What follows belongs to an exercise in optimizing a design on an open flow for small area and a short achievable clock period; a production flow would make more cautious choices.
RTL that was checked went through simulation tests only; none was proved equivalent to the original.
No activity file was given, so power comes from the tool's default toggle rates.

==> inputs of trial 86 <==
Design yrc_lane_coder, start of the top module:
module yrc_lane_coder (
    input             clk,
    input             rst,
    input      [4:0]  cfg_bits,    
    input      [3:0]  cfg_thr,     
    input             in_valid,
    input             in_first,    
    input             in_eol,      
    input             in_plane,    
    input      [15:0] in_x,        
    input      [15:0] in_a,        
    input      [15:0] in_b,        
    input      [15:0] in_c,        
    input      [15:0] in_d,        
    output reg        out_valid,
    output reg [5:0]  out_len,     
    output reg [55:0] out_bits     
);
    localparam NCTX = 82;           
    function [7:0] enc;
        input integer n;
        integer p, r, q1, q2;
        begin
            p = n / 41;
            r = n % 41;
            if (r < 5) begin
                q1 = 0; q2 = r;
            end else begin
                q1 = (r - 5) / 9 + 1;
                q2 = (r - 5) % 9 - 4;
            end
            enc = {p[0], q1[2:0], (q2 < 0) ? 1'b1 : 1'b0, (q2 < 0) ? -q2[2:0] : q2[2:0]};
        end
    endfunction
    function [9:0] satwrap;
        input [15:0] v;
        input [15:0] mx;
        input [15:0] bs;
        reg   [15:0] w;
        begin
            w = (v & mx) | ((|(v & bs)) ? ~mx : 16'd0);
            satwrap = (w[15:8] == {8{w[8]}}) ? {w[8], w[8:0]} : (w[15] ? 10'h200 : 10'h0ff);
        end
    endfunction
    reg        v0, f0, eol0, p0;
    reg [15:0] x0, a0, b0, c0, d0;
    reg [4:0]  cfg_b;
    reg [3:0]  cfg_t;
    always @(posedge clk) begin
        v0    <= rst ? 1'b0 : in_valid;
        f0    <= in_first;
        eol0  <= in_eol;
        p0    <= in_plane;
        x0    <= in_x;
        a0    <= in_a;
        b0    <= in_b;
        c0    <= in_c;
        d0    <= in_d;
        cfg_b <= cfg_bits;
        cfg_t <= cfg_thr;
    end
    wire [16:0] full_c = 17'd1 << cfg_b;
    wire [16:0] maxv_i = (17'd1 << cfg_bits) - 17'd1;
    reg  [15:0] maxv;                                 
    reg  [15:0] bsel;                                 
    always @(posedge clk) begin
        maxv <= maxv_i[15:0];
        bsel <= 16'd1 << (cfg_bits - 5'd1);
    end
  ...
Settings: LEC_CHECK=0, CAP_MARGIN=20, CORE_MARGIN=2, CORE_UTILIZATION=40, SETUP_SLACK_MARGIN=1.5, SLEW_MARGIN=20; clock period 36.0 ns.
standard.sh (not shown) runs the stock make flow with config.mk's settings and CLKGATE_MAP_FILE= SYNTH_SCRIPT=/design/flow/synth_recipe.tcl, a recipe that flattens the netlist after the stock synthesis.
==> flow/flow/run.sh <==
#!/bin/bash
# Layout: the standard ORFS flow (standard.sh), with repair_timing asked
# for a setup slack of 27 ns at the design's 36 ns clock (an achieved
# period of about 9 ns) instead of the default 1.5 ns. Everything else,
# synthesis included, is the standard flow. Full output in standard.log.
set -euo pipefail
cd "$(dirname "$0")/.."
bash standard.sh SETUP_SLACK_MARGIN=27 finish > standard.log 2>&1
==> trial 19 (differences from trial 86) <==
==> flow/run.sh (new file) <==
#!/bin/bash
# synth_recipe.tcl (not shown) runs the flow's synth.tcl, then flattens the netlist and writes it again
# the make line also repeats each setting of config.mk as NAME=value (left out here)
make -C /OpenROAD-flow-scripts/flow DESIGN_CONFIG=/design/flow/config.mk WORK_HOME=/design/flow/orfs CLKGATE_MAP_FILE= SYNTH_SCRIPT=/design/flow/synth_recipe.tcl finish
removed: flow/flow/run.sh
removed: flow/standard.sh
==> comparison table <==
|  | trial 19 | trial 86 |
|---|---|---|
| DR WL met3 | 106 mm | 107 mm |
| Arrival @ worst endpoint | 11300 ps | 9860 ps |
| Metal2 WL | 301 mm | 302 mm |
| Total power per unit cell area | 118 nW/um^2 | 119 nW/um^2 |
| Seq pwr share | 43.4% | 42.7% |
| Routed wire length per instance | 41.2 um | 41.2 um |
| Status | timing/DRC/antenna clean | finished with violations |
| Violated checks | - | max-slew violations |
| Internal | 13000 uW | 13000 uW |
| Clock edge transition at the registers on the reported setup and hold paths | 70 ps | 60 ps |
| Share of final-layout standard cells stronger than drive strength 1 | 12.6% | 13.3% |
| Synthesis-to-finish area growth | 15.4% | 15.8% |
| Worst hold slack | 332 ps | 332 ps |
| Worst reg2reg startpoint | idx3[4] | b0[3] |
| Portion of the layout cell area used by non-clock buffers | 3.03% | 3.12% |
No functional check of the RTL was part of any run of this note.

* * *

==> inputs of v27 <==
yrc_lane_coder, a different RTL version from the one above (not shown whole).
==> flow/config.mk <==
export PLATFORM = sky130hd
export DESIGN_NAME = yrc_lane_coder
export DESIGN_NICKNAME = yrc_lane_coder
export VERILOG_FILES = /design/flow/design.v
export SDC_FILE = /design/flow/constraint.sdc
export NUM_CORES = 8
export LEC_CHECK = 0
export CAP_MARGIN = 0
export CORE_MARGIN = 2
export CORE_UTILIZATION = 60
export CTS_CLUSTER_DIAMETER = 80
export CTS_CLUSTER_SIZE = 25
export SETUP_SLACK_MARGIN = 1.5
export SLEW_MARGIN = 0
==> flow/constraint.sdc <==
create_clock -name core_clock -period 36.0 [get_ports {clk}]
set_input_delay 7.2000 -clock core_clock [delete_from_list [all_inputs] [get_ports {clk}]]
set_output_delay 7.2000 -clock core_clock [all_outputs]
set_load 0.01 [all_outputs]
==> flow/flow/run.sh <==
#!/bin/bash
# Layout: the standard ORFS flow (standard.sh, synth_recipe.tcl) with these
# changes:
# - synthesis maps adders with Yosys's own Brent-Kung carry chain instead of
#   ORFS's Kogge-Stone one (SYNTH_OPERATIONS_ARGS), and leaves them to ABC
#   instead of fixed half/full-adder cells (no ADDER_MAP_FILE); registers and
#   their names are those of the standard synthesis;
# - the port buffers are buf_1 cells (resized later where timing needs it);
# - CTS clusters 25 sinks within 80 um and inserts no dummy loads;
# - repair_timing is asked for a setup slack of 27.8 ns at the design's 36 ns
#   clock (an achieved period of about 8.2 ns) instead of the default 1.5 ns;
# - after global route, post_grt.tcl repairs max slew and capacitance again.
# Floorplan, power grid, placement and routing are otherwise the standard
# flow. Full output in standard.log (ORFS's own logs are under orfs/logs).
set -euo pipefail
cd "$(dirname "$0")/.."
bash standard.sh SYNTH_OPERATIONS_ARGS=-noshare ADDER_MAP_FILE= \
  BUFFER_PORTS_ARGS="-buffer_cell sky130_fd_sc_hd__buf_1" \
  CTS_ARGS="-sink_clustering_enable -repair_clock_nets -sink_clustering_size 25 -sink_clustering_max_diameter 80 -dont_use_dummy_load" \
  SETUP_SLACK_MARGIN=27.8 POST_GLOBAL_ROUTE_TCL="$PWD/flow/post_grt.tcl" \
  finish > standard.log 2>&1
==> flow/flow/post_grt.tcl <==
log_cmd estimate_parasitics -global_routing
log_cmd global_route -start_incremental
log_cmd repair_design -slew_margin 15 -cap_margin 15 -match_cell_footprint -verbose
log_cmd detailed_placement
log_cmd global_route -end_incremental
log_cmd estimate_parasitics -global_routing
write_guides $::env(RESULTS_DIR)/route.guide
==> inputs of v6, as changes to v27 <==
--- a/flow/design.v
+++ b/flow/design.v
@@ -264,16 +264,17 @@
         input [7:0] hs;
         begin
             hflags = {h[0], ((h ^ {8{h[0]}}) & hm) == 8'd0, |(h & hs)};
         end
     endfunction
     wire        below = ($signed({cC[7], cC}) + $signed({1'b0, lom3})) < 9'sd0;
     wire        above = cC > $signed({1'b0, hi3});
     wire [15:0] eb    = x3 ^ {16{neg3}};
+    wire [15:0] ea    = eb + 16'd1;
     wire [8:0]  l9    = {1'b0, zz3[7:0]} - {1'b0, cC[7:0]};
     wire [7:0]  hz    = zz3[15:8];
     wire [2:0]  fl_m  = hflags(hz - 8'd1, hmask, hsel);
     wire [2:0]  fl_0  = hflags(hz, hmask, hsel);
     wire [2:0]  fl_p  = hflags(hz + 8'd1, hmask, hsel);
     wire [2:0]  fl    = (!cC[7] &  l9[8]) ? fl_m :
                         ( cC[7] & !l9[8]) ? fl_p : fl_0;
     wire [9:0]  es_n  = b8    ? {l9[7], l9[7], l9[7:0]} :
@@ -296,19 +297,17 @@
     wire [5:0]  t_le = half ? s_le[6:1] : s_le[5:0];
     wire [5:0]  t_gt = half ? s_gt[6:1] : s_gt[5:0];
     wire [5:0]  t_lo = 6'd1 - n2[5:0];
     wire [5:0]  bs_upd = le ? (le2 ? t_lo : t_le) : gt ? (gt2 ? 6'd0 : t_gt) : t_0;
     wire [7:0]  c_dec = (cC == -8'sd128) ? cC : cC - 8'sd1;
     wire [7:0]  c_inc = (cC ==  8'sd127) ? cC : cC + 8'sd1;
     wire [7:0]  c_upd = le ? c_dec : gt ? c_inc : cC;
     assign new3 = {n2[5:0], bs_upd, c_upd};
-    wire        clamp = below | above;
-    wire [8:0]  ncc   = -{cC[7], cC};
-    wire [15:0] e0 = (clamp ? eb : zz3) + (clamp ? {15'd0, above} : {{7{ncc[8]}}, ncc});
+    wire [15:0] e0 = below ? eb : above ? ea : (zz3 - {{8{cC[7]}}, cC});
     wire        esg = |(e0 & bsel);
     wire [15:0] e   = (e0 & maxv) | (esg ? ~maxv : 16'd0);
     wire [16:0] mm3 = {e, 1'b0} ^ {17{e[15]}};
     wire        fwd3 = we4 && (idx4 == idx3);
     wire [20:0] a3   = fresh3 ? a_init : fwd3 ? a_new4 : a_rd;
     reg        reg4;
     reg [6:0]  nfull4;
     reg [20:0] a4;
- CORE_UTILIZATION: 60 -> 55
==> inputs of v16, as changes to v27 <==
--- a/flow/design.v
+++ b/flow/design.v
@@ -226,17 +226,17 @@
                 if (eol3) begin
                     run_len = 5'd1;
                     run_val = 15'd1;
                 end
             end
             run_d = !eol3;
         end else if (interrupt) begin
             run_len = 5'd1 + {1'b0, jr};
-            run_val = cnt_eff;       
+            run_val = cnt_eff & (run_pow[14:0] - 15'd1);
             if (ri_in > 5'd0) ri_d = ri_in - 5'd1;
         end
     end
     always @(posedge clk) begin
         if (rst) begin
             run_q <= 1'b0;
             ri_q  <= 5'd0;
             cnt_q <= 15'd0;
@@ -264,51 +264,55 @@
         input [7:0] hs;
         begin
             hflags = {h[0], ((h ^ {8{h[0]}}) & hm) == 8'd0, |(h & hs)};
         end
     endfunction
     wire        below = ($signed({cC[7], cC}) + $signed({1'b0, lom3})) < 9'sd0;
     wire        above = cC > $signed({1'b0, hi3});
     wire [15:0] eb    = x3 ^ {16{neg3}};
+    wire [15:0] ea    = eb + 16'd1;
     wire [8:0]  l9    = {1'b0, zz3[7:0]} - {1'b0, cC[7:0]};
     wire [7:0]  hz    = zz3[15:8];
     wire [2:0]  fl_m  = hflags(hz - 8'd1, hmask, hsel);
     wire [2:0]  fl_0  = hflags(hz, hmask, hsel);
     wire [2:0]  fl_p  = hflags(hz + 8'd1, hmask, hsel);
     wire [2:0]  fl    = (!cC[7] &  l9[8]) ? fl_m :
                         ( cC[7] & !l9[8]) ? fl_p : fl_0;
     wire [9:0]  es_n  = b8    ? {l9[7], l9[7], l9[7:0]} :
                         fl[1] ? {fl[2], fl[2], l9[7:0]} :
                         (fl[0] ? 10'h300 : 10'h0ff);
     wire signed [9:0] es = below ? es_b : above ? es_a : es_n;
     wire signed [9:0] sbs  = {{3{cBs[6]}}, cBs};
-    wire signed [9:0] n2h  = half ? 10'sd66  : {3'd0, n2};
-    wire signed [9:0] n2d  = half ? 10'sd131 : {2'd0, n2, 1'b0};
-    wire signed [9:0] s_0  = es + sbs;                   
-    wire signed [9:0] s_le = es + (sbs + n2h);           
-    wire signed [9:0] s_l2 = es + (sbs + n2d);           
-    wire signed [9:0] s_gt = es + (sbs - n2h);           
-    wire        z_le = (s_le[9:1] == 9'd0);
-    wire        le   = s_le[9] | (z_le & (half | !s_le[0]));      
-    wire        le2  = s_l2[9] | (s_l2 == 10'sd0);                
-    wire        gt   = !s_0[9] & ((s_0[9:1] != 9'd0) | (!half & s_0[0]));    
-    wire        gt2  = !s_gt[9] & ((s_gt[9:1] != 9'd0) | (!half & s_gt[0]));  
-    wire [5:0]  t_0  = half ? s_0[6:1]  : s_0[5:0];
-    wire [5:0]  t_le = half ? s_le[6:1] : s_le[5:0];
-    wire [5:0]  t_gt = half ? s_gt[6:1] : s_gt[5:0];
+    wire signed [9:0] sn2  = {3'd0, n2};
+    wire signed [9:0] th_le  = (half ? -10'sd65  : -sn2)       - sbs;
+    wire signed [9:0] th_le2 = (half ? -10'sd131 : -(sn2 <<< 1)) - sbs;
+    wire signed [9:0] th_gt  = (half ? 10'sd1    : 10'sd0)     - sbs;
+    wire signed [9:0] th_gt2 = (half ? 10'sd67   : sn2)        - sbs;
+    wire        le  = es <= th_le;
+    wire        le2 = es <= th_le2;
+    wire        gt  = es > th_gt;
+    wire        gt2 = es > th_gt2;
+    wire [6:0]  n2h  = half ? 7'd66 : n2;
+    wire [6:0]  k_0  = {cBs[6], cB6};
+    wire [6:0]  k_le = k_0 + n2h;
+    wire [6:0]  k_gt = k_0 - n2h;
+    wire [6:0]  v_0  = es[6:0] + k_0;
+    wire [6:0]  v_le = es[6:0] + k_le;
+    wire [6:0]  v_gt = es[6:0] + k_gt;
+    wire [5:0]  t_0  = half ? v_0[6:1]  : v_0[5:0];
+    wire [5:0]  t_le = half ? v_le[6:1] : v_le[5:0];
+    wire [5:0]  t_gt = half ? v_gt[6:1] : v_gt[5:0];
     wire [5:0]  t_lo = 6'd1 - n2[5:0];
     wire [5:0]  bs_upd = le ? (le2 ? t_lo : t_le) : gt ? (gt2 ? 6'd0 : t_gt) : t_0;
     wire [7:0]  c_dec = (cC == -8'sd128) ? cC : cC - 8'sd1;
     wire [7:0]  c_inc = (cC ==  8'sd127) ? cC : cC + 8'sd1;
     wire [7:0]  c_upd = le ? c_dec : gt ? c_inc : cC;
     assign new3 = {n2[5:0], bs_upd, c_upd};
-    wire        clamp = below | above;
-    wire [8:0]  ncc   = -{cC[7], cC};
-    wire [15:0] e0 = (clamp ? eb : zz3) + (clamp ? {15'd0, above} : {{7{ncc[8]}}, ncc});
+    wire [15:0] e0 = below ? eb : above ? ea : (zz3 - {{8{cC[7]}}, cC});
     wire        esg = |(e0 & bsel);
     wire [15:0] e   = (e0 & maxv) | (esg ? ~maxv : 16'd0);
     wire [16:0] mm3 = {e, 1'b0} ^ {17{e[15]}};
     wire        fwd3 = we4 && (idx4 == idx3);
     wire [20:0] a3   = fresh3 ? a_init : fwd3 ? a_new4 : a_rd;
     reg        reg4;
     reg [6:0]  nfull4;
     reg [20:0] a4;
@@ -377,17 +381,17 @@
         rval5 <= rval4;
     end
     wire [16:0] mk5    = m5 >> k5;
     wire        escape = (mk5 >= 17'd24);
     wire [16:0] low_mask = (17'd1 << k5) - 17'd1;
     wire [5:0]  rg_len = !reg5 ? 6'd0 :
                          escape ? (6'd24 + {1'b0, cfg_b3}) : (mk5[5:0] + 6'd1 + {1'b0, k5});
     wire [16:0] rg_val = !reg5 ? 17'd0 :
-                         escape ? {1'b0, m5[15:0]}      
+                         escape ? {1'b0, m5[15:0] & maxv}
                                 : ((17'd1 << k5) | (m5 & low_mask));
     wire [55:0] code     = ({41'd0, rval5} << rg_len) | {39'd0, rg_val};
     wire [5:0]  code_len = {1'b0, rlen5} + rg_len;
     always @(posedge clk) begin
         out_valid <= v5;
         out_len   <= code_len;
         out_bits  <= code;
     end
==> flow/flow/run.sh (replaced) <==
#!/bin/bash
# Layout: the standard ORFS flow (standard.sh, synth_recipe.tcl) with these
# changes:
# - synthesis maps adders with Yosys's own Brent-Kung carry chain instead of
#   ORFS's Kogge-Stone one (SYNTH_OPERATIONS_ARGS), and leaves them to ABC
#   instead of fixed half/full-adder cells (no ADDER_MAP_FILE); registers and
#   their names are those of the standard synthesis;
# - repair_timing is asked for a setup slack of 27.5 ns at the design's 36 ns
#   clock (an achieved period of about 8.5 ns) instead of the default 1.5 ns;
# - after global route, post_grt.tcl repairs max slew and capacitance again.
# Floorplan, power grid, placement, CTS and routing are otherwise the
# standard flow. Full output in standard.log (ORFS's own logs are under
# orfs/logs).
set -euo pipefail
cd "$(dirname "$0")/.."
bash standard.sh SYNTH_OPERATIONS_ARGS=-noshare ADDER_MAP_FILE= \
  SETUP_SLACK_MARGIN=27.5 POST_GLOBAL_ROUTE_TCL="$PWD/flow/post_grt.tcl" \
  finish > standard.log 2>&1
==> flow/flow/post_grt.tcl (replaced) <==
log_cmd estimate_parasitics -global_routing
log_cmd global_route -start_incremental
log_cmd repair_design -slew_margin 30 -cap_margin 30 -match_cell_footprint -verbose
log_cmd detailed_placement
log_cmd global_route -end_incremental
log_cmd estimate_parasitics -global_routing
write_guides $::env(RESULTS_DIR)/route.guide
- CAP_MARGIN: 0 -> 20
- CORE_UTILIZATION: 60 -> 55
- SLEW_MARGIN: 0 -> 20
==> qor summary <==
Pre-CTS setup slack: v27 26920 ps; v16 26320 ps; v6 26130 ps
Worst reg-to-reg setup slack: v27 27740 ps; v16 27480 ps; v6 27800 ps
Worst-Margin Slew: v27 1420 ps; v16 1164 ps; v6 1370 ps
Number of non-filler instances in the completed layout: v27 14659; v16 14859; v6 14865
Grt met3 use: v27 11.53%; v16 8.670%; v6 13.52%
Achievable frequency: v27 117.0 MHz; v16 116.7 MHz; v6 117.3 MHz
Part of the Yosys area used for sequential elements: v27 70.42%; v16 71.40%; v6 70.91%
Length of the first detailed-routing pass in iterations: v27 9; v16 7; v6 7
Global-route wire length before repair: v27 806500 um; v16 797800 um; v6 827500 um
Number of antenna repair diodes: v27 10; v16 10; v6 14
Master of the slowest instance on the critical path: v27 sky130_fd_sc_hd__dfxtp_2; v16 sky130_fd_sc_hd__dfxtp_1; v6 sky130_fd_sc_hd__dfxtp_2
Status: v27 finished clean; v16 finished clean; v6 finished clean
Total non-filler cell area in the finished layout: v27 168800 um^2; v16 169400 um^2; v6 168500 um^2
Routed length on met1: v27 200300 um; v16 210600 um; v6 217600 um
Detail Placement HPWL: v27 359600 um; v16 355500 um; v6 370200 um
Area of combinational cells with multiple inputs: v27 44980 um^2; v16 43410 um^2; v6 44430 um^2
Die ar.: v27 263600 um^2; v16 283500 um^2; v6 285500 um^2
Clock buffer and inverter area fraction after layout: v27 2.891%; v16 3.354%; v6 2.762%
Clock group total power: v27 2300 uW; v16 2460 uW; v6 2260 uW
Synthesized area: v27 155700 um^2; v16 153600 um^2; v6 154700 um^2
Vias per cell: v27 7.567; v16 7.230; v6 7.432
Utilization after layout: v27 65.22%; v16 60.81%; v6 60.27%
Crit path largest cell delay: v27 340 ps; v16 330 ps; v6 340 ps
Function not checked in v27: the RTL went through the layout flow alone.

## separate check: timing with driven ports
No port has a modelled driver above. Below, the same layouts with a new extraction and two added sets of constraints.
Step 1 (the two cells are an assumption about what drives the block):
set clk [get_ports {clk}]
set_driving_cell -lib_cell sky130_fd_sc_hd__clkbuf_16 $clk
set_driving_cell -lib_cell sky130_fd_sc_hd__buf_2 [delete_from_list [all_inputs] $clk]
Step 2, shift: input delay + t, output delay - t, t = (earliest + latest rising clock arrival at the registers) / 2. This alone moves slack from input paths to output paths.
a / b / c = ideal ports / drivers / drivers and shift; a / b = the first two.
| run | shift t [ns] | setup slack, ns | clock arrival spread, ns | slew at the worst register clock pin (ns) | worst data-port slew with drivers (ns) |
|---|---|---|---|---|---|
| trial 86 | 1.130 | 26.928 / 26.928 / 26.153 | 0.175 / 0.175 | 0.08 / 0.08 | 0.15 |
| trial 19 | 1.125 | 25.605 / 25.605 / 25.605 | 0.173 / 0.173 | 0.08 / 0.08 | 0.14 |
| v27 | 0.976 | 27.452 / 27.344 / 27.736 | 0.181 / 0.181 | 0.11 / 0.11 | 0.06 |
| v6 | 0.991 | 27.476 / 27.371 / 27.693 | 0.171 / 0.171 | 0.11 / 0.11 | 0.09 |
| v16 | 1.039 | 27.430 / 27.307 / 27.476 | 0.062 / 0.062 | 0.11 / 0.11 | 0.09 |
The setup slack of trial 86, which loses most, moves by 0.000 ns with the drivers and by -0.775 ns with both steps.
